Background: an optimization exercise with open tools, aiming at small area, a short achievable clock period and few clock cycles per item. Do not read the settings as production practice.
Function was checked by simulation only, so behaviour that the tests miss may differ from the original.
Power and IR drop assume default switching activity.

`config.mk`:
```
export PLATFORM = sky130hd
export DESIGN_NAME = alf_line_coder
export DESIGN_NICKNAME = alf_line_coder
export VERILOG_FILES = /design/flow/design.v
export SDC_FILE = /design/flow/constraint.sdc
export NUM_CORES = 4
export LEC_CHECK = 0
export ABC_AREA = 1
export CAP_MARGIN = 20
export CORE_MARGIN = 2
export CORE_UTILIZATION = 65
export CTS_BUF_LIST = sky130_fd_sc_hd__clkbuf_16
export CTS_CLUSTER_DIAMETER = 60
export CTS_CLUSTER_SIZE = 30
export PLACE_DENSITY = 0.85
export SLEW_MARGIN = 20
```
`constraint.sdc`:
```
create_clock -name core_clock -period 50.0 [get_ports {clk}]
set_input_delay 10.0000 -clock core_clock [delete_from_list [all_inputs] [get_ports {clk}]]
set_output_delay 10.0000 -clock core_clock [all_outputs]
set_load 0.01 [all_outputs]
```
`design.v`:
```
module alf_line_coder (
    input  wire        clk,
    input  wire        rst,           
    input  wire [7:0]  fmt,           
    input  wire        in_valid,
    output wire        in_ready,
    input  wire [15:0] in_sample,
    input  wire        in_last,       
    output reg         out_valid,
    input  wire        out_ready,
    output reg  [31:0] out_data,
    output reg         out_last,      
    output wire [23:0] out_nbits      
);
    reg  [1:0]  f_bsel;
    reg  [2:0]  f_d;
    always @(*) begin
        case (fmt)
            8'h01:               begin f_bsel = 2'd0; f_d = 3'd1; end
            8'h02, 8'h03, 8'h04: begin f_bsel = 2'd2; f_d = 3'd1; end
            8'h10:               begin f_bsel = 2'd0; f_d = 3'd2; end
            8'h11, 8'h12:        begin f_bsel = 2'd2; f_d = 3'd2; end
            8'h20:               begin f_bsel = 2'd0; f_d = 3'd3; end
            8'h21, 8'h31:        begin f_bsel = 2'd1; f_d = 3'd3; end
            8'h30:               begin f_bsel = 2'd1; f_d = 3'd0; end
            default:             begin f_bsel = 2'd0; f_d = 3'd1; end
        endcase
    end
    reg         line_first;           
    reg         rdy_o;                
    reg         sk_v;
    reg  [15:0] sk_s;
    reg         sk_last, sk_first;
    reg  [1:0]  sk_bsel;
    reg  [2:0]  sk_d;
    reg         x_v;
    reg  [15:0] x_s;
    reg         x_last, x_first;
    reg  [1:0]  x_bsel;
    reg  [2:0]  x_d;
    assign in_ready = rdy_o;
    wire in_fire = in_valid && !sk_v;
    wire x_take;                      
    wire sk_v_n = sk_v ? !x_take : (in_fire && !x_take);
    reg  [1:0]  l_bsel;               
    reg  [2:0]  l_d;
    reg  [15:0] hist1, hist2;
    reg  [9:0]  hist3, hist4;
    reg  [2:0]  nseen;                
    reg  [1:0]  phase;                
    wire [1:0]  e_bsel = x_first ? x_bsel : l_bsel;
    wire [2:0]  e_d    = x_first ? x_d    : l_d;
    wire [2:0]  e_seen = x_first ? 3'd0   : nseen;
    wire [1:0]  e_ph   = x_first ? 2'd0   : phase;
    wire [2:0]  pdist = (e_d == 3'd0) ? (e_ph[0] ? 3'd2 : 3'd4) : e_d;
    reg  [15:0] pred;
    always @(*) begin
        if (e_seen < pdist)
            pred = 16'd0;
        else begin
            case (pdist)
                3'd1:    pred = hist1;
                3'd2:    pred = hist2;
                3'd3:    pred = {6'd0, hist3};
                default: pred = {6'd0, hist4};
            endcase
        end
    end
    wire [15:0] diff = x_s - pred;
    reg  [15:0] u_new;
    always @(*) begin
        case (e_bsel)
            2'd0:    u_new = {8'd0, diff[6:0] ^ {7{diff[7]}}, diff[7]};
            2'd1:    u_new = {6'd0, diff[8:0] ^ {9{diff[9]}}, diff[9]};
            default: u_new = {diff[14:0] ^ {15{diff[15]}}, diff[15]};
        endcase
    end
    reg  [5:0]  esc_len;              
    always @(*) begin
        case (e_bsel)
            2'd0:    esc_len = 6'd24;
            2'd1:    esc_len = 6'd26;
            default: esc_len = 6'd32;
        endcase
    end
    integer k;
    reg  [5:0]  term [0:14];
    reg  [15:0] qk;
    always @(*) begin
        for (k = 0; k < 15; k = k + 1) begin
            qk = u_new >> k;
            if (qk < 16'd16)
                term[k] = qk[5:0] + 6'd1 + k[5:0];
            else
                term[k] = esc_len;
        end
    end
    reg  [10:0] cost [0:14];
    reg  [4:0]  bidx;                 
    reg         blk_nz;
    reg         dec_pend;             
    reg  [5:0]  dec_m;                
    reg         dec_last;
    reg  [1:0]  dec_bsel;
    reg  [9:0]  thr;                  
    always @(*) begin
        case (dec_bsel)
            2'd0:    thr = {1'b0, dec_m, 3'd0};
            2'd1:    thr = {1'b0, dec_m, 3'd0} + {3'd0, dec_m, 1'b0};
            default: thr = {dec_m, 4'd0};
        endcase
    end
    reg  [10:0] cand [0:15];
    reg  [15:0] alive;
    reg         any0;
    reg  [3:0]  win;
    integer j, jb2;
    always @(*) begin
        for (j = 0; j < 15; j = j + 1)
            cand[j] = cost[j];
        cand[15] = {1'b0, thr};
        alive = 16'hFFFF;
        for (jb2 = 10; jb2 >= 0; jb2 = jb2 - 1) begin
            any0 = 1'b0;
            for (j = 0; j < 16; j = j + 1)
                any0 = any0 | (alive[j] & ~cand[j][jb2]);
            for (j = 0; j < 16; j = j + 1)
                alive[j] = alive[j] & (~cand[j][jb2] | ~any0);
        end
        win = 4'd15;
        for (j = 14; j >= 0; j = j - 1)
            if (alive[j])
                win = j[3:0];
    end
    wire [4:0]  dec_code0 = !blk_nz ? 5'd31 : (win == 4'd15) ? 5'd30 : {1'b0, win};
    reg         d_v;                  
    reg  [4:0]  d_code;
    reg  [5:0]  d_m;
    reg         d_last;
    reg  [1:0]  d_bsel;
    wire [4:0]  d_m1     = d_m[4:0] - 5'd1;
    wire [4:0]  dec_code = d_code;
    reg         cq0_v, cq1_v;
    reg  [4:0]  cq0_code, cq1_code;
    reg  [4:0]  cq0_m, cq1_m;         
    reg         cq0_last, cq1_last;
    reg  [1:0]  cq0_bsel, cq1_bsel;
    wire dec_fire = d_v && !(cq0_v && cq1_v);         
    wire d_cap    = dec_pend && (!d_v || dec_fire);    
    reg  [15:0] rg [0:33];            
    reg  [5:0]  ph;                   
    reg  [5:0]  rd, wr;               
    reg  [5:0]  n;                    
    reg  [4:0]  eidx;                 
    wire [15:0] hu = rg[33];
    wire        hv = (n != 6'd0) && (ph == rd);
    wire [5:0]  ph_n = (ph == 6'd33) ? 6'd0 : ph + 6'd1;
    wire [5:0]  rd_n = (rd == 6'd33) ? 6'd0 : rd + 6'd1;
    wire [4:0]  hc = cq0_code;
    reg  [4:0]  bw;                   
    always @(*) begin
        case (cq0_bsel)
            2'd0:    bw = 5'd8;
            2'd1:    bw = 5'd10;
            default: bw = 5'd16;
        endcase
    end
    wire [15:0] hq = hu >> hc[3:0];
    wire        hesc = (hq >= 16'd16);
    wire [4:0]  kq = {1'b0, hc[3:0]} + {1'b0, hq[3:0]};    
    reg  [31:0] cw_v;
    reg  [5:0]  cw_w;
    integer jb;
    always @(*) begin
        if (hc == 5'd31) begin
            cw_v = 32'd0;
            cw_w = 6'd0;
        end else if (hc == 5'd30) begin
            cw_v = {16'd0, hu};
            cw_w = {1'b0, bw};
        end else if (!hesc) begin
            for (jb = 0; jb < 32; jb = jb + 1)
                cw_v[jb] = ((jb > hc[3:0]) && (jb <= kq)) || ((jb < hc[3:0]) && hu[jb % 16]);
            cw_w = {1'b0, kq} + 6'd1;
        end else begin
            cw_v = (32'hFFFF << bw) | {16'd0, hu};
            cw_w = 6'd16 + {1'b0, bw};
        end
    end
    wire        hdr = (eidx == 5'd0);
    wire        blk_end  = (eidx == cq0_m);
    wire        line_end = cq0_last && ((hc == 5'd31) ? hdr : blk_end);
    wire [36:0] put_v = hdr ? (({32'd0, hc} << cw_w) | {5'd0, cw_v}) : {5'd0, cw_v};
    wire [6:0]  put_w = {1'b0, cw_w} + (hdr ? 7'd5 : 7'd0);
    reg  [73:0] acc;                  
    reg  [6:0]  cnt;                  
    reg  [1:0]  lw;                   
    reg  [15:0] wcnt;
    reg  [4:0]  lbm;
    reg  [4:0]  lb1;                  
    wire [15:0] wbase = out_last ? 16'd0 : wcnt;    
    wire        oload;                                
    reg         osk_v;                
    reg  [31:0] osk_data;
    reg         osk_last;
    wire        pk_out = (cnt >= 7'd32) && !osk_v;
    wire [6:0]  cnt_o  = pk_out ? cnt - 7'd32 : cnt;
    wire [73:0] acc_o  = pk_out ? {acc[41:0], 32'd0} : acc;
    wire [1:0]  lw_o   = pk_out ? {1'b0, lw[1]} : lw;
    wire [7:0]  t      = {1'b0, cnt_o} + {1'b0, put_w};
    wire        lw_busy = (lw != 2'd0) || (osk_v && osk_last);
    wire        pk_ok  = (cnt_o <= 7'd37) && !(line_end && ((cnt_o > 7'd32) || lw_busy));
    wire [73:0] placed = {37'd0, put_v} << (7'd74 - t[6:0]);
    assign out_nbits = {3'd0, wcnt, lbm};
    assign oload = (!out_valid || out_ready) && (osk_v || pk_out);
    wire        emit    = hv && cq0_v && pk_ok;
    wire [5:0]  n_after = n - {5'd0, emit};
    wire        n0      = (n == 6'd0);
    wire        n1      = (n == 6'd1);
    wire        n34     = (n == 6'd34);
    wire        n_empty = n0 || (n1 && emit);
    wire        xu      = x_v && (n0 || ((ph == wr) && !n34) || (emit && (n1 || n34)))
                          && (!dec_pend || d_cap);
    wire        write   = xu;
    assign x_take = !x_v || xu;
    wire blk_pop  = emit && blk_end;
    integer i, b2;
    reg [10:0] cbase, cterm, csum; reg cc;
    always @(posedge clk) begin
        if (oload) begin
            out_data <= osk_v ? osk_data : acc[73:42];
            if (osk_v ? osk_last : lw[0]) begin
                wcnt <= wbase + {15'd0, (lb1 == 5'd31)};
                lbm  <= lb1 + 5'd1;
            end else
                wcnt <= wbase + 16'd1;
        end
        if (in_fire && !x_take) begin
            sk_s     <= in_sample;
            sk_last  <= in_last;
            sk_first <= line_first;
            sk_bsel  <= f_bsel;
            sk_d     <= f_d;
        end
        if (x_take && (sk_v || in_fire)) begin
            x_s     <= sk_v ? sk_s     : in_sample;
            x_last  <= sk_v ? sk_last  : in_last;
            x_first <= sk_v ? sk_first : line_first;
            x_bsel  <= sk_v ? sk_bsel  : f_bsel;
            x_d     <= sk_v ? sk_d     : f_d;
        end
        if (xu) begin
            if (x_first) begin
                l_bsel <= x_bsel;
                l_d    <= x_d;
            end
            hist1 <= x_s;
            hist2 <= hist1;
            hist3 <= hist2[9:0];
            hist4 <= hist3;
            nseen <= (e_seen == 3'd4) ? 3'd4 : e_seen + 3'd1;
            phase <= e_ph + 2'd1;
            blk_nz <= ((bidx == 5'd0) ? 1'b0 : blk_nz) | (u_new != 16'd0);
            if (bidx == 5'd31 || x_last) begin
                dec_m    <= {1'b0, bidx} + 6'd1;
                dec_last <= x_last;
                dec_bsel <= e_bsel;
            end
        end
        for (i = 0; i < 15; i = i + 1) begin
            cbase = (xu && bidx == 5'd0) ? 11'd0 : cost[i];
            cterm = xu ? {5'd0, term[i]} : 11'd0;
            cc = 1'b0;
            for (b2 = 0; b2 < 11; b2 = b2 + 1) begin
                csum[b2] = cbase[b2] ^ cterm[b2] ^ cc;
                cc = (cbase[b2] & cterm[b2]) | (cc & (cbase[b2] ^ cterm[b2]));
            end
            cost[i] <= csum;
        end
        if (d_cap) begin
            d_code <= dec_code0;
            d_m    <= dec_m;
            d_last <= dec_last;
            d_bsel <= dec_bsel;
        end
        rg[0] <= write ? u_new : rg[33];
        for (i = 1; i < 34; i = i + 1)
            rg[i] <= rg[i-1];
        if (dec_fire) begin
            if (blk_pop ? cq1_v : cq0_v) begin
                cq1_code <= dec_code;
                cq1_m    <= d_m1;
                cq1_last <= d_last;
                cq1_bsel <= d_bsel;
            end
        end
        if (blk_pop && cq1_v) begin
            cq0_code <= cq1_code;
            cq0_m    <= cq1_m;
            cq0_last <= cq1_last;
            cq0_bsel <= cq1_bsel;
        end else if (dec_fire && (blk_pop || !cq0_v)) begin
            cq0_code <= dec_code;
            cq0_m    <= d_m1;
            cq0_last <= d_last;
            cq0_bsel <= d_bsel;
        end
        if (rst) begin
            line_first <= 1'b1;
            rdy_o      <= 1'b1;
            sk_v       <= 1'b0;
            x_v        <= 1'b0;
            bidx       <= 5'd0;
            dec_pend   <= 1'b0;
            d_v        <= 1'b0;
            ph         <= 6'd0;
            rd         <= 6'd0;
            wr         <= 6'd0;
            n          <= 6'd0;
            cq0_v      <= 1'b0;
            cq1_v      <= 1'b0;
            eidx       <= 5'd0;
            acc        <= 74'd0;
            cnt        <= 7'd0;
            lw         <= 2'd0;
            out_last   <= 1'b1;
            osk_v      <= 1'b0;
            out_valid  <= 1'b0;
        end else begin
            if (in_fire)
                line_first <= in_last;
            sk_v <= sk_v_n;
            rdy_o <= !sk_v_n;
            x_v  <= x_take ? (sk_v || in_fire) : x_v;
            if (xu)
                bidx <= (bidx == 5'd31 || x_last) ? 5'd0 : bidx + 5'd1;
            if (xu && (bidx == 5'd31 || x_last))
                dec_pend <= 1'b1;
            else if (d_cap)
                dec_pend <= 1'b0;
            if (d_cap)
                d_v <= 1'b1;
            else if (dec_fire)
                d_v <= 1'b0;
            ph <= ph_n;
            if (write && n_empty)
                rd <= ph;
            else if (emit)
                rd <= rd_n;
            if (write)
                wr <= ph_n;
            n <= n_after + {5'd0, write};
            if (blk_pop) begin
                cq0_v <= cq1_v || dec_fire;
                cq1_v <= cq1_v && dec_fire;
            end else if (dec_fire) begin
                cq0_v <= 1'b1;
                cq1_v <= cq0_v;
            end
            if (emit) begin
                acc  <= acc_o | placed;
                cnt  <= line_end ? ((t <= 8'd32) ? 7'd32 : 7'd64) : t[6:0];
                lw   <= line_end ? ((t <= 8'd32) ? 2'b01 : 2'b10) : lw_o;
                if (line_end)
                    lb1 <= t[4:0] - 5'd1;
                eidx <= blk_end ? 5'd0 : eidx + 5'd1;
            end else begin
                acc <= acc_o;
                cnt <= cnt_o;
                lw  <= lw_o;
            end
            if (!out_valid || out_ready) begin
                if (osk_v || pk_out) begin
                    out_valid <= 1'b1;
                    out_last  <= osk_v ? osk_last : lw[0];
                    osk_v <= 1'b0;
                end else
                    out_valid <= 1'b0;
            end else if (pk_out) begin
                osk_v    <= 1'b1;
                osk_data <= acc[73:42];
                osk_last <= lw[0];
            end
        end
    end
endmodule
```
`run.sh`:
```
#!/bin/bash
# synth_recipe.tcl (not shown) runs the flow's synth.tcl, then flattens the netlist and writes it again
# the make line also repeats each setting of config.mk as NAME=value (left out here)
make -C /OpenROAD-flow-scripts/flow DESIGN_CONFIG=/design/flow/config.mk WORK_HOME=/design/flow/orfs CLKGATE_MAP_FILE= SYNTH_SCRIPT=/design/flow/synth_recipe.tcl finish
```
==> run_summary.xml, run 1 <==
<?xml version="1.0" encoding="UTF-8"?>
<metrics>
  <group name="pwr">
    <metric name="ir_drop" unit="mV">0.0500</metric>
    <metric name="power.density" unit="mW/mm2">71.5</metric>
    <metric name="cellLeakagePower" unit="uW">0.0223</metric>
  </group>
  <group name="detailed_routing">
    <metric name="avgRoutedWirePerCell" unit="um">17.0</metric>
    <metric name="drtAntennaViolNets" unit="">0</metric>
    <metric name="first_pass_iters" unit="">9</metric>
    <metric name="vias" unit="">34100</metric>
    <metric name="wl" unit="um">105000</metric>
    <metric name="drt_drc_violations_left" unit="">0</metric>
    <metric name="vias_per_cell" unit="">5.52</metric>
    <metric name="drt_iter0_markers" unit="">3609</metric>
  </group>
  <group name="setup_path">
    <metric name="rrSetupSlack" unit="ns">38.10</metric>
    <metric name="worstPathMaxFanout" unit="">22</metric>
    <metric name="worst_ep_required_time" unit="ns">50.60</metric>
    <metric name="critical_path.startpoint_type" unit="">flop</metric>
    <metric name="worstSetupEndpointType" unit="">flop</metric>
    <metric name="slowest_delay" unit="ns">0.54</metric>
    <metric name="worst_r2r_path_depth" unit="">55</metric>
    <metric name="reg2reg_from" unit="">x_first</metric>
    <metric name="rr_endpoint" unit="">cost[1][10]</metric>
    <metric name="critPathSlowestCell" unit="">sky130_fd_sc_hd__edfxtp_1</metric>
    <metric name="arrival" unit="ns">12.50</metric>
    <metric name="worst-setup-path-type" unit="">flop to flop</metric>
  </group>
  <group name="global_route">
    <metric name="wire_length_of_the_first_global_routing_pass" unit="um">169000</metric>
    <metric name="maximum_number_of_pins_on_one_net_before_global_route_repair" unit="">94</metric>
    <metric name="grt_remaining_overflow" unit="">0</metric>
    <metric name="grt_pass1_vias" unit="">32500</metric>
    <metric name="globalRouteTotalUtil" unit="">0.296</metric>
    <metric name="number_of_antenna_violations_at_the_first_check_in_global_routing" unit="">0</metric>
  </group>
  <group name="clocking">
    <metric name="clk_root_buffer_cell" unit="">sky130_fd_sc_hd__clkbuf_16</metric>
    <metric name="postCtsHoldBufs" unit="">0</metric>
    <metric name="h-tree-depth" unit="">2</metric>
    <metric name="path_clk_slew" unit="ns">0.10</metric>
    <metric name="clkSinkCount" unit="">1082</metric>
    <metric name="insertion_delay" unit="ns">0.68</metric>
    <metric name="post_cts_resize_count" unit="">0</metric>
    <metric name="numCtsBuffers" unit="">59</metric>
    <metric name="max_buffers_root_to_sink" unit="">3</metric>
    <metric name="tritoncts_clock_tree" unit="">yes</metric>
    <metric name="cts_post_setup_buffers_inserted" unit="">0</metric>
  </group>
  <group name="synth">
    <metric name="yosysWarningCount" unit="">5</metric>
    <metric name="synth_most_common_cell" unit="">sky130_fd_sc_hd__nand2_1</metric>
    <metric name="yosys-top-cells-count" unit="">1,335 x sky130_fd_sc_hd__nand2_1, 837 x sky130_fd_sc_hd__dfxtp_1, 767 x sky130_fd_sc_hd__inv_1</metric>
    <metric name="postSynth.topFlopCell" unit="">sky130_fd_sc_hd__dfxtp_1</metric>
    <metric name="yosysSeqAreaShare" unit="">0.534</metric>
    <metric name="synth_top_area_cells" unit="">sky130_fd_sc_hd__dfxtp_1 37%, sky130_fd_sc_hd__edfxtp_1 16%, sky130_fd_sc_hd__nand2_1 11%, sky130_fd_sc_hd__inv_1 6.4%, sky130_fd_sc_hd__ha_1 4.8%</metric>
    <metric name="synth.cell_area" unit="mm2">0.0452</metric>
    <metric name="synth_largest_area_cell" unit="">sky130_fd_sc_hd__dfxtp_1</metric>
    <metric name="synth.ff_latch_count" unit="">1082</metric>
    <metric name="synth_cell_types" unit="">62</metric>
    <metric name="avgSynthCellArea" unit="um2">8.74</metric>
    <metric name="synthesis.instances" unit="">5169</metric>
    <metric name="synth.top_cell.area_share" unit="">0.371</metric>
    <metric name="ys_async_sr_fraction" unit="">0</metric>
    <metric name="synth_edf_count" unit="">245</metric>
  </group>
  <group name="sta">
    <metric name="timing.max_slew.rel_slack" unit="">0.299</metric>
    <metric name="final.period_utilization" unit="">0.238</metric>
    <metric name="tightestPinTransition" unit="ns">1.05</metric>
    <metric name="setup_failing_eps_final" unit="">0</metric>
    <metric name="timing.fmax" unit="GHz">0.0840</metric>
    <metric name="finalMaxSlewViolations" unit="">0</metric>
    <metric name="timing.final.crit_period" unit="ns">11.90</metric>
    <metric name="timing.clock.skew" unit="ns">0.0297</metric>
    <metric name="fin_tns_setup" unit="ns">0</metric>
    <metric name="rsz0062_at_grt" unit="">false</metric>
    <metric name="timing.final.ws_setup" unit="ns">38.10</metric>
    <metric name="final_hold_viol_count" unit="">0</metric>
  </group>
  <group name="cells_and_area">
    <metric name="drive_gt1_frac" unit="">0.0428</metric>
    <metric name="layout.nets" unit="">5474</metric>
    <metric name="post-route-cell-area" unit="mm2">0.0489</metric>
    <metric name="flow.area_growth_from_synthesis" unit="%">8.38</metric>
    <metric name="nFillCells" unit="">5154</metric>
    <metric name="fin_util" unit="">0.712</metric>
    <metric name="antenna-diode-count" unit="">0</metric>
  </group>
  <group name="worst_hold_path">
    <metric name="holdCritStartpoint" unit="">rg[12][0]</metric>
    <metric name="hold-path-cell-count" unit="">0</metric>
    <metric name="min_path_type" unit="">flop to flop</metric>
    <metric name="hold_end" unit="">rg[13][0]</metric>
  </group>
  <group name="floorplan">
    <metric name="initial_core_util" unit="">0.657</metric>
    <metric name="io_pins" unit="">88</metric>
    <metric name="floorplan.die_area" unit="mm2">0.0716</metric>
    <metric name="core_area" unit="mm2">0.0687</metric>
    <metric name="die_y" unit="um">268</metric>
    <metric name="die-width" unit="um">268</metric>
    <metric name="placement_rows" unit="">96</metric>
  </group>
  <group name="run">
    <metric name="cap_viol_max_count" unit="">0</metric>
  </group>
  <group name="place">
    <metric name="detailedPlacementHpwl" unit="um">77000</metric>
    <metric name="buffer_ports.inserted" unit="">84</metric>
    <metric name="routabilityCongestion" unit="">1.00</metric>
    <metric name="place_ws" unit="ns">38.11</metric>
    <metric name="placement.cell_area" unit="mm2">0.0468</metric>
  </group>
  <group name="outcome">
    <metric name="run_status" unit="">finished clean</metric>
  </group>
</metrics>
-- per-layer routing --
metal | part of all wire | global-route usage
met1 | 0.43 | 0.409
met5 | 0 | 0
met3 | 0.085 | 0.0454
met4 | 0.029 | 0.0891
met2 | 0.46 | 0.482
-- flip-flops by register name, summed over array words and instances (netlist names), 6 cells and up --
name / count
cost: 165
cnt: 7
acc: 74
n: 6
hist1: 16
hist2: 16
osk_data: 32
wcnt: 16
dec_m: 6
out_data: 32
rd: 6
hist3: 10
rg: 544
hist4: 10
sk_s: 16
ph: 6
x_s: 16
wr: 6
-- area by class of cell --
cell class	count	area [um2]	share of cell area
Clock inverter	45	619	0.0127
Clock buffer	60	1500	0.0307
Timing Repair Buffer	114	1060	0.0217
Multi-Input combinational cell	3139	17500	0.357
Sequential cell	1082	24100	0.493
Inverter	796	2990	0.0611
Tap cell	931	1160	0.0238
-- cells by family (layout without fill, tap and decap cells) --
kind of cell,count (synthesis),in the layout,share of synthesized area
multiplexers,15,15,0.00332
other,1,3,0.0000830
AO/OA/AOI/OAI,796,796,0.0990
XOR/XNOR,90,90,0.0175
adder cells (fa/ha/maj),253,253,0.0832
buffers and inverters,950,1015,0.0803
flip-flops,1082,1082,0.534
AND/OR/NAND/NOR,1982,1982,0.183
-- per-stage QoR --
step / hold slack (ns) / total power, uW / std cells
after floorplan: 0.310 / 2400 / 5171
after global placement: 0.310 / 2830 / 6062
after detailed placement: 0.312 / 2890 / 6062
after CTS: 0.318 / 3470 / 6167
after global routing: 0.321 / 3740 / 6167
final: 0.315 / 3500 / 6167
-- where the power goes --
group	total (uW)	switching [uW]	internal [uW]
clock network	564	319	246
logic	1620	1140	481
registers	1310	119	1190
total	3500	1580	1920
-- how the worst max path moves through the flow --
stage | to | depth (start not counted) | from | slack (ns)
after floorplan | osk_data[0] | 4 | rst | 37.78
after global placement | sk_s[3] | 3 | in_valid | 38.16
after detailed placement | sk_s[2] | 3 | in_valid | 38.11
after CTS | out_last | 1 | out_last | 38.21
after global routing | cost[1][10] | 58 | x_first | 37.20
final | cost[1][10] | 55 | x_first | 38.10
-- critical path: cells and delay by family (launching register included) --
| kind | cells | cell delay, ns |
|---|---|---|
| adder cells (fa/ha/maj) | 13 | 3.84 |
| flip-flops | 1 | 0.54 |
| buffers and inverters | 10 | 1.55 |
| XOR/XNOR | 1 | 0.11 |
| AND/OR/NAND/NOR | 22 | 4.32 |
| AO/OA/AOI/OAI | 9 | 1.45 |
-- layout by cell type, fill, tap and decap left out, types with 79 or more instances in the layout --
| master | count |
|---|---|
| sky130_fd_sc_hd__edfxtp_1 | 245 |
| sky130_fd_sc_hd__nor2_1 | 282 |
| sky130_fd_sc_hd__inv_1 | 772 |
| sky130_fd_sc_hd__ha_1 | 174 |
| sky130_fd_sc_hd__fa_1 | 79 |
| sky130_fd_sc_hd__nand2_1 | 1334 |
| sky130_fd_sc_hd__a21oi_1 | 159 |
| sky130_fd_sc_hd__dfxtp_1 | 837 |
| sky130_fd_sc_hd__o21ai_0 | 376 |
| sky130_fd_sc_hd__clkdlybuf4s50_1 | 83 |
| sky130_fd_sc_hd__nand3_1 | 191 |
Testbench counts, summed over its fixed seeds: cycles 108,120, samples 107,845.
==> inputs of run 2 (changes only) <==
--- a/config.mk
+++ b/config.mk
@@ -9,8 +9,8 @@
 export CAP_MARGIN = 20
 export CORE_MARGIN = 2
-export CORE_UTILIZATION = 65
+export CORE_UTILIZATION = 55
 export CTS_BUF_LIST = sky130_fd_sc_hd__clkbuf_16
 export CTS_CLUSTER_DIAMETER = 60
 export CTS_CLUSTER_SIZE = 30
-export PLACE_DENSITY = 0.85
+export PLACE_DENSITY = 0.75
 export SLEW_MARGIN = 20
==> run 2 against run 1 <==
- combinational power about the same
- register-to-register slack better by 0.42 ns
- setup slack gained 0.17 ns
- sequential power is essentially flat
- count of clock-buffer cells in the layout increased by 7
- die area increased by 18%
- highest routed layer unchanged
==> run_summary.xml, run 2 <==
<?xml version="1.0" encoding="UTF-8"?>
<metrics>
  <group name="floorplan">
    <metric name="floorplan.die_area" unit="mm2">0.0844</metric>
    <metric name="io_pins" unit="">88</metric>
    <metric name="die-width" unit="um">291</metric>
    <metric name="initial_core_util" unit="">0.553</metric>
    <metric name="core_area" unit="mm2">0.0817</metric>
    <metric name="die_y" unit="um">291</metric>
    <metric name="placement_rows" unit="">105</metric>
  </group>
  <group name="clocking">
    <metric name="tritoncts_clock_tree" unit="">yes</metric>
    <metric name="numCtsBuffers" unit="">66</metric>
    <metric name="max_buffers_root_to_sink" unit="">3</metric>
    <metric name="postCtsHoldBufs" unit="">0</metric>
    <metric name="cts_post_setup_buffers_inserted" unit="">0</metric>
    <metric name="path_clk_slew" unit="ns">0.10</metric>
    <metric name="clk_root_buffer_cell" unit="">sky130_fd_sc_hd__clkbuf_16</metric>
    <metric name="h-tree-depth" unit="">3</metric>
    <metric name="post_cts_resize_count" unit="">0</metric>
    <metric name="insertion_delay" unit="ns">0.65</metric>
    <metric name="clkSinkCount" unit="">1082</metric>
  </group>
  <group name="detailed_routing">
    <metric name="first_pass_iters" unit="">6</metric>
    <metric name="avgRoutedWirePerCell" unit="um">16.0</metric>
    <metric name="drt_drc_violations_left" unit="">0</metric>
    <metric name="wl" unit="um">101000</metric>
    <metric name="drt_iter0_markers" unit="">3136</metric>
    <metric name="vias_per_cell" unit="">5.28</metric>
    <metric name="vias" unit="">33300</metric>
    <metric name="drtAntennaViolNets" unit="">0</metric>
  </group>
  <group name="worst_hold_path">
    <metric name="min_path_type" unit="">flop to flop</metric>
    <metric name="holdCritStartpoint" unit="">rg[2][4]</metric>
  </group>
  <group name="pwr">
    <metric name="power.density" unit="mW/mm2">70.9</metric>
    <metric name="share_seq_of_total_power" unit="">0.373</metric>
    <metric name="p_sw" unit="uW">1550</metric>
    <metric name="clock_power_share" unit="">0.168</metric>
    <metric name="power_switching_share" unit="">0.444</metric>
    <metric name="combinationalPowerShare" unit="">0.459</metric>
    <metric name="report.power.total" unit="uW">3500</metric>
    <metric name="power.internal" unit="uW">1940</metric>
    <metric name="cellLeakagePower" unit="uW">0.0223</metric>
    <metric name="ir_drop" unit="mV">0.0686</metric>
  </group>
  <group name="synth">
    <metric name="synth.ff_latch_count" unit="">1082</metric>
    <metric name="yosysSeqAreaShare" unit="">0.534</metric>
    <metric name="postSynth.topFlopCell" unit="">sky130_fd_sc_hd__dfxtp_1</metric>
    <metric name="avgSynthCellArea" unit="um2">8.74</metric>
    <metric name="synth.top_cell.area_share" unit="">0.371</metric>
    <metric name="synth.cell_area" unit="mm2">0.0452</metric>
    <metric name="yosysWarningCount" unit="">5</metric>
    <metric name="synthesis.instances" unit="">5169</metric>
    <metric name="synth_edf_count" unit="">245</metric>
    <metric name="synth_most_common_cell" unit="">sky130_fd_sc_hd__nand2_1</metric>
    <metric name="synth_cell_types" unit="">62</metric>
    <metric name="synth_top_area_cells" unit="">sky130_fd_sc_hd__dfxtp_1 37%, sky130_fd_sc_hd__edfxtp_1 16%, sky130_fd_sc_hd__nand2_1 11%, sky130_fd_sc_hd__inv_1 6.4%, sky130_fd_sc_hd__ha_1 4.8%</metric>
    <metric name="ys_async_sr_fraction" unit="">0</metric>
    <metric name="synth_largest_area_cell" unit="">sky130_fd_sc_hd__dfxtp_1</metric>
    <metric name="yosys-top-cells-count" unit="">1,335 x sky130_fd_sc_hd__nand2_1, 837 x sky130_fd_sc_hd__dfxtp_1, 767 x sky130_fd_sc_hd__inv_1</metric>
  </group>
  <group name="global_route">
    <metric name="grt_remaining_overflow" unit="">0</metric>
    <metric name="groute.layer.met3.usage" unit="">0.0318</metric>
    <metric name="met1_track_utilization_from_global_routing" unit="">0.337</metric>
    <metric name="wire_length_of_the_first_global_routing_pass" unit="um">163000</metric>
    <metric name="number_of_antenna_violations_at_the_first_check_in_global_routing" unit="">2</metric>
    <metric name="global_route_layer_with_the_greatest_usage" unit="">met2</metric>
    <metric name="grt_util_met2" unit="">0.380</metric>
    <metric name="maximum_number_of_pins_on_one_net_before_global_route_repair" unit="">87</metric>
    <metric name="grt_pass1_vias" unit="">31500</metric>
    <metric name="globalRouteTotalUtil" unit="">0.239</metric>
  </group>
  <group name="setup_path">
    <metric name="slowest_delay" unit="ns">0.59</metric>
    <metric name="critPathBufInv" unit="">1</metric>
    <metric name="arrival" unit="ns">1.73</metric>
    <metric name="worst-setup-path-type" unit="">flop to primary output</metric>
    <metric name="worstPathMaxFanout" unit="">8</metric>
    <metric name="cp_top_family" unit="">buffers and inverters</metric>
    <metric name="worst_setup_path_startpoint" unit="">out_last</metric>
    <metric name="timing.critical_path.cells" unit="">clkdlybuf4s50_1</metric>
    <metric name="worst_ep_required_time" unit="ns">40.00</metric>
    <metric name="critical_path.startpoint_type" unit="">flop</metric>
    <metric name="critPathSlowestCell" unit="">sky130_fd_sc_hd__clkdlybuf4s50_1</metric>
    <metric name="worstSetupEndpointType" unit="">primary output</metric>
    <metric name="reg2reg_from" unit="">x_first</metric>
  </group>
  <group name="cells_and_area">
    <metric name="drive_gt1_frac" unit="">0.0450</metric>
    <metric name="top_register" unit="">rg</metric>
    <metric name="instances_no_fill" unit="">6320</metric>
    <metric name="flow.area_growth_from_synthesis" unit="%">9.11</metric>
    <metric name="biggestRegsByFlops" unit="">rg x544, cost x165, acc x74</metric>
    <metric name="nFillCells" unit="">6990</metric>
    <metric name="flip_flop_count_of_the_largest_register_after_layout" unit="">544</metric>
    <metric name="post-route-cell-area" unit="mm2">0.0493</metric>
    <metric name="mostFrequentLayoutCell" unit="">sky130_fd_sc_hd__nand2_1</metric>
    <metric name="layout_common_cells" unit="">1,334 x sky130_fd_sc_hd__nand2_1, 837 x sky130_fd_sc_hd__dfxtp_1, 770 x sky130_fd_sc_hd__inv_1</metric>
    <metric name="layout.nets" unit="">5483</metric>
  </group>
  <group name="sta">
    <metric name="tightestPinTransition" unit="ns">1.03</metric>
    <metric name="timing.max_slew.rel_slack" unit="">0.312</metric>
    <metric name="rsz0062_at_grt" unit="">false</metric>
    <metric name="timing.clock.skew" unit="ns">0.0341</metric>
    <metric name="final.period_utilization" unit="">0.235</metric>
    <metric name="finalMaxSlewViolations" unit="">0</metric>
    <metric name="fin_tns_setup" unit="ns">0</metric>
    <metric name="final_hold_viol_count" unit="">0</metric>
    <metric name="timing.final.crit_period" unit="ns">11.73</metric>
    <metric name="setup_failing_eps_final" unit="">0</metric>
    <metric name="timing.fmax" unit="GHz">0.0853</metric>
  </group>
  <group name="outcome">
    <metric name="run_status" unit="">finished clean</metric>
  </group>
  <group name="run">
    <metric name="cap_viol_max_count" unit="">0</metric>
  </group>
  <group name="place">
    <metric name="detailedPlacementHpwl" unit="um">74600</metric>
    <metric name="routabilityCongestion" unit="">0.957</metric>
    <metric name="place.detailed.instances" unit="">6202</metric>
    <metric name="placement.cell_area" unit="mm2">0.0470</metric>
    <metric name="buffer_ports.inserted" unit="">84</metric>
  </group>
</metrics>
-- run 2: cell counts after synthesis --
No cell type changed its count.
-- run 2: cell type report --
type                            instances  area, um2  share of cell area
Inverter                              796       2990              0.0607
Timing Repair Buffer                  116       1090              0.0220
Tap cell                             1070       1340              0.0272
Clock inverter                         49        582              0.0118
Sequential cell                      1082      24100               0.489
Clock buffer                           67       1680              0.0340
Antenna cell                            1       2.50           0.0000508
Multi-Input combinational cell       3139      17500               0.355
-- run 2: final timing paths --
check / end / slack [ns] / depth (start not counted)
setup reg to reg: cost[1][10] / 38.52 / 54
hold / removal: rg[3][4] / 0.32 / 0
setup / recovery: out_last / 38.27 / 1
hold reg to reg: rg[3][4] / 0.32 / 0
-- run 2: power groups by stage --
| stage | logic [uW] | registers [uW] | clock network [uW] |
|---|---|---|---|
| 2_1_floorplan | 1110 | 1290 | 0 |
| 3_3_place_gp | 1530 | 1310 | 0 |
| 3_5_place_dp | 1570 | 1320 | 0 |
| 4_1_cts | 1570 | 1310 | 602 |
| 5_1_grt | 1790 | 1330 | 635 |
| 6_report | 1600 | 1300 | 588 |
-- run 2: per-layer routing --
| layer | up-vias | routed length (um) |
|---|---|---|
| met2 | 1108 | 45400 |
| met3 | 192 | 6640 |
| met1 | 15500 | 45800 |
| met5 | - | 0 |
| met4 | 0 | 3210 |
| li1 | 16600 | - |
-- run 2: kinds of logic (layout without fill, tap and decap cells) --
logic type,count (synthesis),after routing,share of synthesized area
and+or+nand+nor,1982,1982,0.183
DFF,1082,1082,0.534
buffers and inverters,950,1028,0.0803
AOI/OAI and AO/OA,796,796,0.0990
adders and majority gates,253,253,0.0832
xor gates and xnor gates,90,90,0.0175
muxes,15,15,0.00332
other,1,4,0.0000830
-- run 2: stage by stage --
stage	util	setup WS [ns]	hold slack, ns
final	0.603	38.27	0.318
after global routing	0.603	37.48	0.314
after CTS	0.603	38.23	0.308
after detailed placement	0.575	38.09	0.312
after global placement	0.575	38.11	0.310
after floorplan	-	37.78	0.310
==> inputs of run 3 (changes only) <==
--- a/design.v
+++ b/design.v
@@ -42,4 +42,5 @@
     wire in_fire = in_valid && !sk_v;
     wire x_take;                      
+    wire xu;                          
     wire sk_v_n = sk_v ? !x_take : (in_fire && !x_take);
     reg  [1:0]  l_bsel;               
@@ -53,15 +54,24 @@
     wire [2:0]  e_seen = x_first ? 3'd0   : nseen;
     wire [1:0]  e_ph   = x_first ? 2'd0   : phase;
-    wire [2:0]  pdist = (e_d == 3'd0) ? (e_ph[0] ? 3'd2 : 3'd4) : e_d;
     reg  [15:0] pred;
+    wire        n_first = sk_v ? sk_first : line_first;    
+    wire [2:0]  n_d     = xu ? e_d : l_d;
+    wire [2:0]  n_seen  = xu ? ((e_seen == 3'd4) ? 3'd4 : e_seen + 3'd1) : nseen;
+    wire [1:0]  n_ph    = xu ? e_ph + 2'd1 : phase;
+    wire [15:0] n_h1    = xu ? x_s         : hist1;
+    wire [15:0] n_h2    = xu ? hist1       : hist2;
+    wire [9:0]  n_h3    = xu ? hist2[9:0]  : hist3;
+    wire [9:0]  n_h4    = xu ? hist3       : hist4;
+    wire [2:0]  n_pd    = (n_d == 3'd0) ? (n_ph[0] ? 3'd2 : 3'd4) : n_d;
+    reg  [15:0] pred_n;
     always @(*) begin
-        if (e_seen < pdist)
-            pred = 16'd0;
+        if (n_first || n_seen < n_pd)
+            pred_n = 16'd0;
         else begin
-            case (pdist)
-                3'd1:    pred = hist1;
-                3'd2:    pred = hist2;
-                3'd3:    pred = {6'd0, hist3};
-                default: pred = {6'd0, hist4};
+            case (n_pd)
+                3'd1:    pred_n = n_h1;
+                3'd2:    pred_n = n_h2;
+                3'd3:    pred_n = {6'd0, n_h3};
+                default: pred_n = {6'd0, n_h4};
             endcase
         end
@@ -220,5 +230,5 @@
     wire        n34     = (n == 6'd34);
     wire        n_empty = n0 || (n1 && emit);
-    wire        xu      = x_v && (n0 || ((ph == wr) && !n34) || (emit && (n1 || n34)))
+    assign      xu      = x_v && (n0 || ((ph == wr) && !n34) || (emit && (n1 || n34)))
                           && (!dec_pend || d_cap);
     wire        write   = xu;
@@ -249,4 +259,5 @@
             x_bsel  <= sk_v ? sk_bsel  : f_bsel;
             x_d     <= sk_v ? sk_d     : f_d;
+            pred    <= pred_n;
         end
         if (xu) begin
==> run 3 against run 2 <==
- still clean
- cell count is 4.2% higher
- via count is 3.0% higher
- critical path depth stayed put
- sequential share of layout area is 1.3 points lower
- critical path type unchanged
- critical endpoint unchanged
- highest routed layer unchanged
==> run_summary.xml, run 3 <==
<?xml version="1.0" encoding="UTF-8"?>
<metrics>
  <group name="detailed_routing">
    <metric name="avgRoutedWirePerCell" unit="um">15.5</metric>
    <metric name="routed.top_layer" unit="">met4</metric>
    <metric name="vias" unit="">34300</metric>
    <metric name="drt_iter0_markers" unit="">2611</metric>
    <metric name="wl" unit="um">102000</metric>
    <metric name="route.met2.wl" unit="um">46400</metric>
    <metric name="m1WireLength" unit="um">46300</metric>
    <metric name="route.met3.wl" unit="um">5750</metric>
    <metric name="vias_per_cell" unit="">5.22</metric>
    <metric name="drt_drc_violations_left" unit="">0</metric>
    <metric name="first_pass_iters" unit="">8</metric>
    <metric name="drtAntennaViolNets" unit="">0</metric>
  </group>
  <group name="sta">
    <metric name="rsz0062_at_grt" unit="">false</metric>
    <metric name="final_hold_viol_count" unit="">0</metric>
    <metric name="final.period_utilization" unit="">0.235</metric>
    <metric name="tightestPinTransition" unit="ns">1.03</metric>
    <metric name="fin_tns_setup" unit="ns">0</metric>
    <metric name="finalMaxSlewViolations" unit="">0</metric>
    <metric name="timing.clock.skew" unit="ns">0.0371</metric>
    <metric name="timing.final.crit_period" unit="ns">11.73</metric>
    <metric name="timing.max_slew.rel_slack" unit="">0.308</metric>
    <metric name="setup_failing_eps_final" unit="">0</metric>
    <metric name="timing.fmax" unit="GHz">0.0853</metric>
  </group>
  <group name="synth">
    <metric name="yosysSeqAreaShare" unit="">0.519</metric>
    <metric name="synth_largest_area_cell" unit="">sky130_fd_sc_hd__dfxtp_1</metric>
    <metric name="synth.top_cell.area_share" unit="">0.388</metric>
    <metric name="synth_most_common_cell" unit="">sky130_fd_sc_hd__nand2_1</metric>
    <metric name="synth.cell_area" unit="mm2">0.0462</metric>
    <metric name="avgSynthCellArea" unit="um2">8.50</metric>
    <metric name="ys_async_sr_fraction" unit="">0</metric>
    <metric name="yosys-top-cells-count" unit="">1,443 x sky130_fd_sc_hd__nand2_1, 896 x sky130_fd_sc_hd__dfxtp_1, 797 x sky130_fd_sc_hd__inv_1</metric>
    <metric name="synth_edf_count" unit="">202</metric>
    <metric name="synth.ff_latch_count" unit="">1098</metric>
    <metric name="postSynth.topFlopCell" unit="">sky130_fd_sc_hd__dfxtp_1</metric>
    <metric name="yosysWarningCount" unit="">5</metric>
    <metric name="synth_cell_types" unit="">66</metric>
    <metric name="synthesis.instances" unit="">5437</metric>
    <metric name="synth_top_area_cells" unit="">sky130_fd_sc_hd__dfxtp_1 39%, sky130_fd_sc_hd__edfxtp_1 13%, sky130_fd_sc_hd__nand2_1 12%, sky130_fd_sc_hd__inv_1 6.5%, sky130_fd_sc_hd__ha_1 4.7%</metric>
  </group>
  <group name="clocking">
    <metric name="post_cts_resize_count" unit="">0</metric>
    <metric name="h-tree-depth" unit="">3</metric>
    <metric name="tritoncts_clock_tree" unit="">yes</metric>
    <metric name="insertion_delay" unit="ns">0.66</metric>
    <metric name="max_buffers_root_to_sink" unit="">3</metric>
    <metric name="postCtsHoldBufs" unit="">0</metric>
    <metric name="path_clk_slew" unit="ns">0.10</metric>
    <metric name="clkSinkCount" unit="">1098</metric>
    <metric name="clk_root_buffer_cell" unit="">sky130_fd_sc_hd__clkbuf_16</metric>
    <metric name="numCtsBuffers" unit="">66</metric>
    <metric name="cts_post_setup_buffers_inserted" unit="">0</metric>
  </group>
  <group name="cells_and_area">
    <metric name="layout_common_cells" unit="">1,442 x sky130_fd_sc_hd__nand2_1, 896 x sky130_fd_sc_hd__dfxtp_1, 798 x sky130_fd_sc_hd__inv_1</metric>
    <metric name="post-route-cell-area" unit="mm2">0.0504</metric>
    <metric name="antenna-diode-count" unit="">0</metric>
    <metric name="fin_util" unit="">0.605</metric>
    <metric name="flow.area_growth_from_synthesis" unit="%">9.10</metric>
    <metric name="mostFrequentLayoutCell" unit="">sky130_fd_sc_hd__nand2_1</metric>
    <metric name="nFillCells" unit="">7234</metric>
    <metric name="drive_gt1_frac" unit="">0.0514</metric>
    <metric name="flip_flop_count_of_the_largest_register_after_layout" unit="">544</metric>
    <metric name="biggestRegsByFlops" unit="">rg x544, cost x165, acc x74</metric>
    <metric name="layout.area.seq" unit="mm2">0.0240</metric>
    <metric name="top_register" unit="">rg</metric>
    <metric name="multi_input_comb_area" unit="mm2">0.0185</metric>
    <metric name="layout.nets" unit="">5739</metric>
  </group>
  <group name="setup_path">
    <metric name="critical_path.startpoint_type" unit="">flop</metric>
    <metric name="timing.critical_path.cells" unit="">clkdlybuf4s50_1</metric>
    <metric name="worstSetupEndpointType" unit="">primary output</metric>
    <metric name="worstPathMaxFanout" unit="">8</metric>
    <metric name="worst_ep_required_time" unit="ns">40.00</metric>
    <metric name="arrival" unit="ns">1.73</metric>
    <metric name="cp_top_family" unit="">buffers and inverters</metric>
    <metric name="slowest_delay" unit="ns">0.59</metric>
    <metric name="worst-setup-path-type" unit="">flop to primary output</metric>
    <metric name="critPathBufInv" unit="">1</metric>
    <metric name="critPathSlowestCell" unit="">sky130_fd_sc_hd__clkdlybuf4s50_1</metric>
  </group>
  <group name="global_route">
    <metric name="grt_pass1_vias" unit="">32500</metric>
    <metric name="number_of_antenna_violations_at_the_first_check_in_global_routing" unit="">0</metric>
    <metric name="wire_length_of_the_first_global_routing_pass" unit="um">165000</metric>
    <metric name="maximum_number_of_pins_on_one_net_before_global_route_repair" unit="">90</metric>
    <metric name="globalRouteTotalUtil" unit="">0.237</metric>
    <metric name="grt_remaining_overflow" unit="">0</metric>
  </group>
  <group name="floorplan">
    <metric name="core_area" unit="mm2">0.0834</metric>
    <metric name="placement_rows" unit="">106</metric>
    <metric name="die-width" unit="um">294</metric>
    <metric name="initial_core_util" unit="">0.554</metric>
    <metric name="die_y" unit="um">294</metric>
    <metric name="io_pins" unit="">88</metric>
    <metric name="floorplan.die_area" unit="mm2">0.0864</metric>
  </group>
  <group name="pwr">
    <metric name="cellLeakagePower" unit="uW">0.0230</metric>
    <metric name="power.density" unit="mW/mm2">66.4</metric>
    <metric name="report.power.total" unit="uW">3350</metric>
    <metric name="ir_drop" unit="mV">0.0496</metric>
  </group>
  <group name="place">
    <metric name="detailedPlacementHpwl" unit="um">74300</metric>
    <metric name="routabilityCongestion" unit="">0.984</metric>
    <metric name="placement.cell_area" unit="mm2">0.0481</metric>
    <metric name="buffer_ports.inserted" unit="">84</metric>
  </group>
  <group name="run">
    <metric name="cap_viol_max_count" unit="">0</metric>
  </group>
  <group name="outcome">
    <metric name="run_status" unit="">finished clean</metric>
  </group>
  <group name="worst_hold_path">
    <metric name="min_path_type" unit="">flop to flop</metric>
  </group>
</metrics>
[run 3: cell count changes after synthesis, moves of 10 or more]
cell                       previous run  this run
sky130_fd_sc_hd__a21oi_1            160       176
sky130_fd_sc_hd__a22o_1              10         0
sky130_fd_sc_hd__clkbuf_1           126       146
sky130_fd_sc_hd__dfxtp_1            837       896
sky130_fd_sc_hd__edfxtp_1           245       202
sky130_fd_sc_hd__inv_1              767       797
sky130_fd_sc_hd__nand2_1           1335      1443
sky130_fd_sc_hd__nand2_2             11        30
sky130_fd_sc_hd__nand3_2              1        11
sky130_fd_sc_hd__nand4_1             24        11
sky130_fd_sc_hd__o21ai_0            376       428
[run 3: power breakdown]
group | switching [uW] | internal [uW]
Sequential | 119 | 1220
Clock | 330 | 279
Combinational | 967 | 431
[run 3: stage by stage]
step                      setup WS [ns]  instances  hold slack [ns]
final                             38.27       6583            0.309
after floorplan                   37.62       5439            0.310
after global placement            38.06       6468            0.309
after detailed placement          38.03       6468            0.312
after global routing              38.20       6583            0.305
after CTS                         38.23       6582            0.302
[run 3: routing by layer]
metal | vias to the layer above | global-route usage
li1 | 17300 | -
met1 | 15900 | 0.324
met2 | 959 | 0.386
met3 | 188 | 0.0290
met4 | 0 | 0.0885
met5 | - | 0
[run 3: logic make-up (layout without fill, tap and decap cells)]
| logic type | after synthesis | after routing | share of synthesized area |
|---|---|---|---|
| flip-flops | 1098 | 1098 | 0.519 |
| AND/OR/NAND/NOR | 2126 | 2126 | 0.193 |
| XOR/XNOR | 87 | 87 | 0.0165 |
| multiplexers | 23 | 23 | 0.00498 |
| AO/OA/AOI/OAI | 848 | 848 | 0.102 |
| buffers and inverters | 1001 | 1065 | 0.0830 |
| other | 1 | 3 | 0.0000811 |
| adder cells (fa/ha/maj) | 253 | 253 | 0.0813 |
[run 3: final cells by class]
| cell class | instances | share of cell area |
|---|---|---|
| Inverter | 830 | 0.0618 |
| Multi-Input combinational cell | 3340 | 0.366 |
| Clock inverter | 45 | 0.0123 |
| Clock buffer | 69 | 0.0342 |
| Tap cell | 1080 | 0.0268 |
| Timing Repair Buffer | 121 | 0.0225 |
| Sequential cell | 1098 | 0.476 |
[run 3: path summary, 6_finish.rpt]
path	startpoint	endpoint	slack, ns	cells after the start
setup / recovery	out_last	out_last	38.27	1
hold / removal	rg[3][6]	rg[4][6]	0.31	0
setup reg to reg	dec_m[0]	d_code[1]	39.39	66
hold reg to reg	rg[3][6]	rg[4][6]	0.31	0
Testbench counts of run 3, summed over its fixed seeds: cycles 108,120, samples 107,845.
==> inputs of run 4 (changes only) <==
--- a/design.v
+++ b/design.v
@@ -54,27 +54,23 @@
     wire [2:0]  e_seen = x_first ? 3'd0   : nseen;
     wire [1:0]  e_ph   = x_first ? 2'd0   : phase;
-    reg  [15:0] pred;
+    reg  [3:0]  psel;
     wire        n_first = sk_v ? sk_first : line_first;    
     wire [2:0]  n_d     = xu ? e_d : l_d;
     wire [2:0]  n_seen  = xu ? ((e_seen == 3'd4) ? 3'd4 : e_seen + 3'd1) : nseen;
     wire [1:0]  n_ph    = xu ? e_ph + 2'd1 : phase;
-    wire [15:0] n_h1    = xu ? x_s         : hist1;
-    wire [15:0] n_h2    = xu ? hist1       : hist2;
-    wire [9:0]  n_h3    = xu ? hist2[9:0]  : hist3;
-    wire [9:0]  n_h4    = xu ? hist3       : hist4;
     wire [2:0]  n_pd    = (n_d == 3'd0) ? (n_ph[0] ? 3'd2 : 3'd4) : n_d;
-    reg  [15:0] pred_n;
+    reg  [3:0]  psel_n;
     always @(*) begin
-        if (n_first || n_seen < n_pd)
-            pred_n = 16'd0;
-        else begin
+        psel_n = 4'd0;
+        if (!n_first && n_seen >= n_pd)
             case (n_pd)
-                3'd1:    pred_n = n_h1;
-                3'd2:    pred_n = n_h2;
-                3'd3:    pred_n = {6'd0, n_h3};
-                default: pred_n = {6'd0, n_h4};
+                3'd1:    psel_n = 4'b0001;
+                3'd2:    psel_n = 4'b0010;
+                3'd3:    psel_n = 4'b0100;
+                default: psel_n = 4'b1000;
             endcase
-        end
     end
+    wire [15:0] pred = ({16{psel[0]}} & hist1) | ({16{psel[1]}} & hist2)
+                     | ({16{psel[2]}} & {6'd0, hist3}) | ({16{psel[3]}} & {6'd0, hist4});
     wire [15:0] diff = x_s - pred;
     reg  [15:0] u_new;
@@ -259,5 +255,5 @@
             x_bsel  <= sk_v ? sk_bsel  : f_bsel;
             x_d     <= sk_v ? sk_d     : f_d;
-            pred    <= pred_n;
+            psel    <= psel_n;
         end
         if (xu) begin
==> run 4 against run 3 <==
- global-route usage rose by 0.18 points
- area after synthesis is 1.7% lower
- worst hold slack improved by 0.012 ns
- critical path depth unchanged
- clock power shrank 5.8%
- highest routed layer unchanged
==> run_summary.xml, run 4 <==
<?xml version="1.0" encoding="UTF-8"?>
<metrics>
  <group name="outcome">
    <metric name="run_status" unit="">finished clean</metric>
  </group>
  <group name="synth">
    <metric name="synth_largest_area_cell" unit="">sky130_fd_sc_hd__dfxtp_1</metric>
    <metric name="synthesis.instances" unit="">5182</metric>
    <metric name="synth_edf_count" unit="">242</metric>
    <metric name="synth_cell_types" unit="">64</metric>
    <metric name="yosysSeqAreaShare" unit="">0.532</metric>
    <metric name="synth.ff_latch_count" unit="">1086</metric>
    <metric name="synth_most_common_cell" unit="">sky130_fd_sc_hd__nand2_1</metric>
    <metric name="ys_async_sr_fraction" unit="">0</metric>
    <metric name="synth_top_area_cells" unit="">sky130_fd_sc_hd__dfxtp_1 37%, sky130_fd_sc_hd__edfxtp_1 16%, sky130_fd_sc_hd__nand2_1 10%, sky130_fd_sc_hd__inv_1 6.5%, sky130_fd_sc_hd__ha_1 4.8%</metric>
    <metric name="synth.cell_area" unit="mm2">0.0454</metric>
    <metric name="avgSynthCellArea" unit="um2">8.77</metric>
    <metric name="postSynth.topFlopCell" unit="">sky130_fd_sc_hd__dfxtp_1</metric>
    <metric name="synth.top_cell.area_share" unit="">0.372</metric>
    <metric name="yosysWarningCount" unit="">5</metric>
    <metric name="yosys-top-cells-count" unit="">1,260 x sky130_fd_sc_hd__nand2_1, 844 x sky130_fd_sc_hd__dfxtp_1, 785 x sky130_fd_sc_hd__inv_1</metric>
  </group>
  <group name="floorplan">
    <metric name="core_area" unit="mm2">0.0820</metric>
    <metric name="floorplan.die_area" unit="mm2">0.0849</metric>
    <metric name="initial_core_util" unit="">0.554</metric>
    <metric name="die_y" unit="um">291</metric>
    <metric name="die-width" unit="um">291</metric>
    <metric name="io_pins" unit="">88</metric>
    <metric name="placement_rows" unit="">105</metric>
  </group>
  <group name="cells_and_area">
    <metric name="mostFrequentLayoutCell" unit="">sky130_fd_sc_hd__nand2_1</metric>
    <metric name="drive_gt1_frac" unit="">0.0467</metric>
    <metric name="flip_flop_count_of_the_largest_register_after_layout" unit="">544</metric>
    <metric name="biggestRegsByFlops" unit="">rg x544, cost x165, acc x74</metric>
    <metric name="fin_util" unit="">0.603</metric>
    <metric name="top_register" unit="">rg</metric>
    <metric name="layout.nets" unit="">5487</metric>
    <metric name="flow.area_growth_from_synthesis" unit="%">8.89</metric>
    <metric name="antenna-diode-count" unit="">0</metric>
    <metric name="layout_common_cells" unit="">1,260 x sky130_fd_sc_hd__nand2_1, 844 x sky130_fd_sc_hd__dfxtp_1, 785 x sky130_fd_sc_hd__inv_1</metric>
    <metric name="instances_no_fill" unit="">6318</metric>
  </group>
  <group name="sta">
    <metric name="final.period_utilization" unit="">0.237</metric>
    <metric name="finalMaxSlewViolations" unit="">0</metric>
    <metric name="timing.clock.skew" unit="ns">0.0372</metric>
    <metric name="timing.final.ws_setup" unit="ns">38.16</metric>
    <metric name="timing.final.crit_period" unit="ns">11.84</metric>
    <metric name="final_hold_viol_count" unit="">0</metric>
    <metric name="rsz0062_at_grt" unit="">false</metric>
    <metric name="setup_failing_eps_final" unit="">0</metric>
    <metric name="timing.fmax" unit="GHz">0.0845</metric>
    <metric name="fin_tns_setup" unit="ns">0</metric>
    <metric name="timing.max_slew.rel_slack" unit="">0.295</metric>
    <metric name="tightestPinTransition" unit="ns">1.06</metric>
  </group>
  <group name="clocking">
    <metric name="path_clk_slew" unit="ns">0.10</metric>
    <metric name="numCtsBuffers" unit="">58</metric>
    <metric name="cts_post_setup_buffers_inserted" unit="">0</metric>
    <metric name="max_buffers_root_to_sink" unit="">3</metric>
    <metric name="insertion_delay" unit="ns">0.69</metric>
    <metric name="h-tree-depth" unit="">2</metric>
    <metric name="post_cts_resize_count" unit="">0</metric>
    <metric name="postCtsHoldBufs" unit="">0</metric>
    <metric name="tritoncts_clock_tree" unit="">yes</metric>
    <metric name="clk_root_buffer_cell" unit="">sky130_fd_sc_hd__clkbuf_16</metric>
    <metric name="clkSinkCount" unit="">1086</metric>
  </group>
  <group name="detailed_routing">
    <metric name="drtAntennaViolNets" unit="">0</metric>
    <metric name="avgRoutedWirePerCell" unit="um">16.2</metric>
    <metric name="drt_iter0_markers" unit="">2651</metric>
    <metric name="vias_per_cell" unit="">5.28</metric>
    <metric name="first_pass_iters" unit="">5</metric>
    <metric name="wl" unit="um">102000</metric>
    <metric name="drt_drc_violations_left" unit="">0</metric>
    <metric name="vias" unit="">33400</metric>
  </group>
  <group name="worst_hold_path">
    <metric name="min_path_type" unit="">flop to flop</metric>
  </group>
  <group name="pwr">
    <metric name="power.density" unit="mW/mm2">66.8</metric>
    <metric name="cellLeakagePower" unit="uW">0.0225</metric>
    <metric name="ir_drop" unit="mV">0.0440</metric>
  </group>
  <group name="place">
    <metric name="place.detailed.instances" unit="">6214</metric>
    <metric name="place_ws" unit="ns">37.98</metric>
    <metric name="routabilityCongestion" unit="">0.979</metric>
    <metric name="buffer_ports.inserted" unit="">84</metric>
    <metric name="detailedPlacementHpwl" unit="um">75300</metric>
  </group>
  <group name="setup_path">
    <metric name="timing.critical_path.cells" unit="">clkdlybuf4s50_1</metric>
    <metric name="worstPathMaxFanout" unit="">10</metric>
    <metric name="arrival" unit="ns">1.84</metric>
    <metric name="slowest_delay" unit="ns">0.61</metric>
    <metric name="critical_path.startpoint_type" unit="">flop</metric>
    <metric name="worst-setup-path-type" unit="">flop to primary output</metric>
    <metric name="critPathSlowestCell" unit="">sky130_fd_sc_hd__clkdlybuf4s50_1</metric>
    <metric name="worst_ep_required_time" unit="ns">40.00</metric>
    <metric name="critPathBufInv" unit="">1</metric>
    <metric name="cp_top_family" unit="">buffers and inverters</metric>
    <metric name="worstSetupEndpointType" unit="">primary output</metric>
  </group>
  <group name="global_route">
    <metric name="wire_length_of_the_first_global_routing_pass" unit="um">163000</metric>
    <metric name="grt_pass1_vias" unit="">31400</metric>
    <metric name="maximum_number_of_pins_on_one_net_before_global_route_repair" unit="">87</metric>
    <metric name="grt_remaining_overflow" unit="">0</metric>
    <metric name="number_of_antenna_violations_at_the_first_check_in_global_routing" unit="">1</metric>
    <metric name="globalRouteTotalUtil" unit="">0.239</metric>
  </group>
  <group name="run">
    <metric name="cap_viol_max_count" unit="">0</metric>
  </group>
</metrics>
-- run 4: changes by cell type in the layout (fill, tap and decap cells not counted), moves of 11 or more --
cell,before,now
sky130_fd_sc_hd__nand2_1,1442,1260
sky130_fd_sc_hd__dfxtp_1,896,844
sky130_fd_sc_hd__inv_1,798,785
sky130_fd_sc_hd__edfxtp_1,202,242
sky130_fd_sc_hd__a221oi_1,8,20
sky130_fd_sc_hd__a22o_1,0,21
sky130_fd_sc_hd__mux2_2,0,11
sky130_fd_sc_hd__o21ai_0,427,395
sky130_fd_sc_hd__a21oi_1,175,164
sky130_fd_sc_hd__nand3_1,188,211
sky130_fd_sc_hd__nand2_2,30,9
-- run 4: cell type report --
class                           instances  area, um2
Fill cell                            7052      32500
Sequential cell                      1086      24200
Clock inverter                         43        657
Timing Repair Buffer                  118       1090
Multi-Input combinational cell       3125      17600
Clock buffer                           61       1530
Inverter                              815       3060
Tap cell                             1070       1340
-- run 4: metrics by stage --
step                      hold slack [ns]  total power [uW]  area (um2)
after floorplan                     0.310              2270       45400
after global placement              0.310              2680       47300
after detailed placement            0.312              2720       47300
after CTS                           0.323              3300       49500
after global routing                0.326              3540       49500
final                               0.321              3300       49500
-- run 4: routing by layer --
layer	up-vias	share of wire	GRT usage
li1	16600	-	-
met4	0	0.038	0.0870
met3	187	0.055	0.0271
met2	987	0.47	0.400
met1	15600	0.44	0.319
met5	-	0	0
-- run 4: final timing paths --
kind | startpoint | end | slack (ns) | depth (start not counted)
worst max-delay path | out_last | out_last | 38.16 | 1
worst min-delay path | rg[21][11] | rg[22][11] | 0.32 | 0
worst max register to register | dec_m[2] | d_code[3] | 38.81 | 66
worst min register to register | rg[21][11] | rg[22][11] | 0.32 | 0
-- run 4: cell families (layout without fill, tap and decap cells) --
| kind of cell | count (synthesis) | count (layout) | share of synthesized area |
|---|---|---|---|
| other | 1 | 3 | 0.0000825 |
| AOI/OAI and AO/OA | 808 | 808 | 0.0999 |
| adders and majority gates | 254 | 254 | 0.0830 |
| and+or+nand+nor | 1932 | 1932 | 0.178 |
| xor gates and xnor gates | 93 | 93 | 0.0179 |
| buffers and inverters | 973 | 1037 | 0.0815 |
| muxes | 35 | 35 | 0.00802 |
| DFF | 1086 | 1086 | 0.532 |
-- run 4: report_power, final --
part	total [uW]	internal, uW	switching [uW]
registers	1320	1200	119
clock network	573	255	318
logic	1410	437	974
total	3300	1890	1410
Testbench counts of run 4, summed over its fixed seeds: cycles 108,120, samples 107,845.
==> inputs of run 5 (changes only) <==
--- a/design.v
+++ b/design.v
@@ -124,5 +124,5 @@
     always @(*) begin
         for (j = 0; j < 15; j = j + 1)
-            cand[j] = cost[j];
+            cand[j] = (j >= 12) ? {1'b0, cost[j][9:0]} : cost[j];
         cand[15] = {1'b0, thr};
         alive = 16'hFFFF;
@@ -205,5 +205,6 @@
     reg  [4:0]  lbm;
     reg  [4:0]  lb1;                  
-    wire [15:0] wbase = out_last ? 16'd0 : wcnt;    
+    reg         plast;            
+    wire [15:0] wbase = plast ? 16'd0 : wcnt;       
     wire        oload;                                
     reg         osk_v;                
@@ -236,4 +237,5 @@
         if (oload) begin
             out_data <= osk_v ? osk_data : acc[73:42];
+            out_last <= osk_v ? osk_last : lw[0];
             if (osk_v ? osk_last : lw[0]) begin
                 wcnt <= wbase + {15'd0, (lb1 == 5'd31)};
@@ -331,5 +333,5 @@
             cnt        <= 7'd0;
             lw         <= 2'd0;
-            out_last   <= 1'b1;
+            plast      <= 1'b1;
             osk_v      <= 1'b0;
             out_valid  <= 1'b0;
@@ -380,5 +382,5 @@
                 if (osk_v || pk_out) begin
                     out_valid <= 1'b1;
-                    out_last  <= osk_v ? osk_last : lw[0];
+                    plast     <= osk_v ? osk_last : lw[0];
                     osk_v <= 1'b0;
                 end else
==> run 5 against run 4 <==
- die area is 0.48% lower
- sequential share of layout area is 0.18 points lower
- fmax is 1.4% higher
- synthesized cell count is 0.41% lower
- largest power group unchanged
==> run_summary.xml, run 5 <==
<?xml version="1.0" encoding="UTF-8"?>
<metrics>
  <group name="setup_path">
    <metric name="cp_top_family" unit="">buffers and inverters</metric>
    <metric name="timing.critical_path.cells" unit="">clkdlybuf4s50_1</metric>
    <metric name="worstSetupEndpointType" unit="">primary output</metric>
    <metric name="critPathBufInv" unit="">1</metric>
    <metric name="worst-setup-path-type" unit="">flop to primary output</metric>
    <metric name="worstPathMaxFanout" unit="">5</metric>
  </group>
  <group name="detailed_routing">
    <metric name="wl" unit="um">103000</metric>
    <metric name="drt_drc_violations_left" unit="">0</metric>
    <metric name="vias_per_cell" unit="">5.20</metric>
    <metric name="drt_iter0_markers" unit="">2663</metric>
    <metric name="first_pass_iters" unit="">6</metric>
  </group>
  <group name="global_route">
    <metric name="number_of_antenna_violations_at_the_first_check_in_global_routing" unit="">0</metric>
    <metric name="globalRouteTotalUtil" unit="">0.244</metric>
    <metric name="wire_length_of_the_first_global_routing_pass" unit="um">166000</metric>
    <metric name="grt_pass1_vias" unit="">31900</metric>
    <metric name="maximum_number_of_pins_on_one_net_before_global_route_repair" unit="">90</metric>
  </group>
  <group name="cells_and_area">
    <metric name="nFillCells" unit="">6985</metric>
    <metric name="flip_flop_count_of_the_largest_register_after_layout" unit="">544</metric>
    <metric name="layout_common_cells" unit="">1,209 x sky130_fd_sc_hd__nand2_1, 840 x sky130_fd_sc_hd__dfxtp_1, 786 x sky130_fd_sc_hd__inv_1</metric>
    <metric name="flow.area_growth_from_synthesis" unit="%">9.69</metric>
    <metric name="drive_gt1_frac" unit="">0.0476</metric>
    <metric name="layout.nets" unit="">5479</metric>
  </group>
  <group name="sta">
    <metric name="finalMaxSlewViolations" unit="">0</metric>
    <metric name="timing.final.crit_period" unit="ns">11.68</metric>
    <metric name="final_hold_viol_count" unit="">0</metric>
    <metric name="timing.max_slew.rel_slack" unit="">0.295</metric>
    <metric name="rsz0062_at_grt" unit="">false</metric>
    <metric name="tightestPinTransition" unit="ns">1.05</metric>
  </group>
  <group name="clocking">
    <metric name="numCtsBuffers" unit="">67</metric>
    <metric name="clkSinkCount" unit="">1084</metric>
    <metric name="postCtsHoldBufs" unit="">0</metric>
    <metric name="max_buffers_root_to_sink" unit="">3</metric>
    <metric name="clk_root_buffer_cell" unit="">sky130_fd_sc_hd__clkbuf_16</metric>
  </group>
  <group name="place">
    <metric name="routabilityCongestion" unit="">0.997</metric>
    <metric name="detailedPlacementHpwl" unit="um">77100</metric>
  </group>
  <group name="synth">
    <metric name="synth_top_area_cells" unit="">sky130_fd_sc_hd__dfxtp_1 37%, sky130_fd_sc_hd__edfxtp_1 16%, sky130_fd_sc_hd__nand2_1 10%, sky130_fd_sc_hd__inv_1 6.5%, sky130_fd_sc_hd__ha_1 4.8%</metric>
    <metric name="ys_async_sr_fraction" unit="">0</metric>
    <metric name="synth_largest_area_cell" unit="">sky130_fd_sc_hd__dfxtp_1</metric>
    <metric name="yosys-top-cells-count" unit="">1,209 x sky130_fd_sc_hd__nand2_1, 841 x sky130_fd_sc_hd__dfxtp_1, 782 x sky130_fd_sc_hd__inv_1</metric>
  </group>
  <group name="floorplan">
    <metric name="placement_rows" unit="">105</metric>
    <metric name="io_pins" unit="">88</metric>
    <metric name="initial_core_util" unit="">0.553</metric>
    <metric name="die_y" unit="um">291</metric>
  </group>
  <group name="outcome">
    <metric name="run_status" unit="">finished clean</metric>
  </group>
  <group name="worst_hold_path">
    <metric name="min_path_type" unit="">flop to flop</metric>
  </group>
  <group name="pwr">
    <metric name="cellLeakagePower" unit="uW">0.0224</metric>
    <metric name="ir_drop" unit="mV">0.0396</metric>
    <metric name="power.density" unit="mW/mm2">67.9</metric>
  </group>
  <group name="run">
    <metric name="cap_viol_max_count" unit="">0</metric>
  </group>
</metrics>
-- run 5: changes by cell type in the layout (fill, tap and decap cells not counted), sizes merged, moves of 5 or more --
cell      delta
a21oi       +19
a31oi        -7
a41oi        +7
buf          +6
clkbuf       +8
clkinvlp     +5
mux2        -11
nand2       -51
nand3       -15
nor2        +49
nor3         -5
o21ai       +21
o221ai       -6
-- run 5: cell families after synthesis --
| group | synth area share |
|---|---|
| fa+ha+maj | 0.0826 |
| buf+inv | 0.0815 |
| xor+xnor | 0.0184 |
| other cells | 0.0000830 |
| compound gates | 0.102 |
| mux | 0.00509 |
| flops | 0.534 |
| simple gates | 0.176 |
-- run 5: through the flow --
step / util / cell area, um2 / setup slack [ns] / total power (uW) / cells
finish: 0.607 / 49600 / 38.32 / 3370 / 6320
global placement: 0.576 / 47100 / 37.87 / 2700 / 6199
global route: 0.607 / 49600 / 38.26 / 3620 / 6320
detailed placement: 0.576 / 47100 / 37.81 / 2740 / 6199
CTS: 0.607 / 49600 / 38.25 / 3370 / 6319
floorplan: - / 45200 / 37.64 / 2290 / 5163
-- run 5: power by group --
part | switching (uW) | internal, uW
logic | 982 | 445
registers | 126 | 1190
clock network | 339 | 282
total | 1450 | 1920
-- run 5: worst paths after layout --
path             start  cells after the start  slack (ns)      endpoint
max            wcnt[3]                      1       38.32  out_nbits[8]
min          rg[25][3]                      0        0.31     rg[26][3]
max reg2reg   dec_m[3]                     63       39.39     d_code[2]
min reg2reg  rg[25][3]                      0        0.31     rg[26][3]
-- run 5: cell type report --
type / count / area share
flip-flops and latches: 1084 / 0.487
multi-input cells: 3117 / 0.352
inverters: 805 / 0.0610
clock buffers: 69 / 0.0348
well taps: 1070 / 0.0270
repair buffers: 124 / 0.0232
clock inverters: 51 / 0.0152
-- run 5: layer usage --
| metal | track usage | vias up | share of wire |
|---|---|---|---|
| met5 | 0 | - | 0 |
| met4 | 0.104 | 0 | 0.042 |
| met3 | 0.0297 | 248 | 0.050 |
| met2 | 0.423 | 909 | 0.48 |
| met1 | 0.308 | 15200 | 0.43 |
| li1 | - | 16500 | - |
Testbench counts of run 5, summed over its fixed seeds: cycles 108,120, samples 107,845.
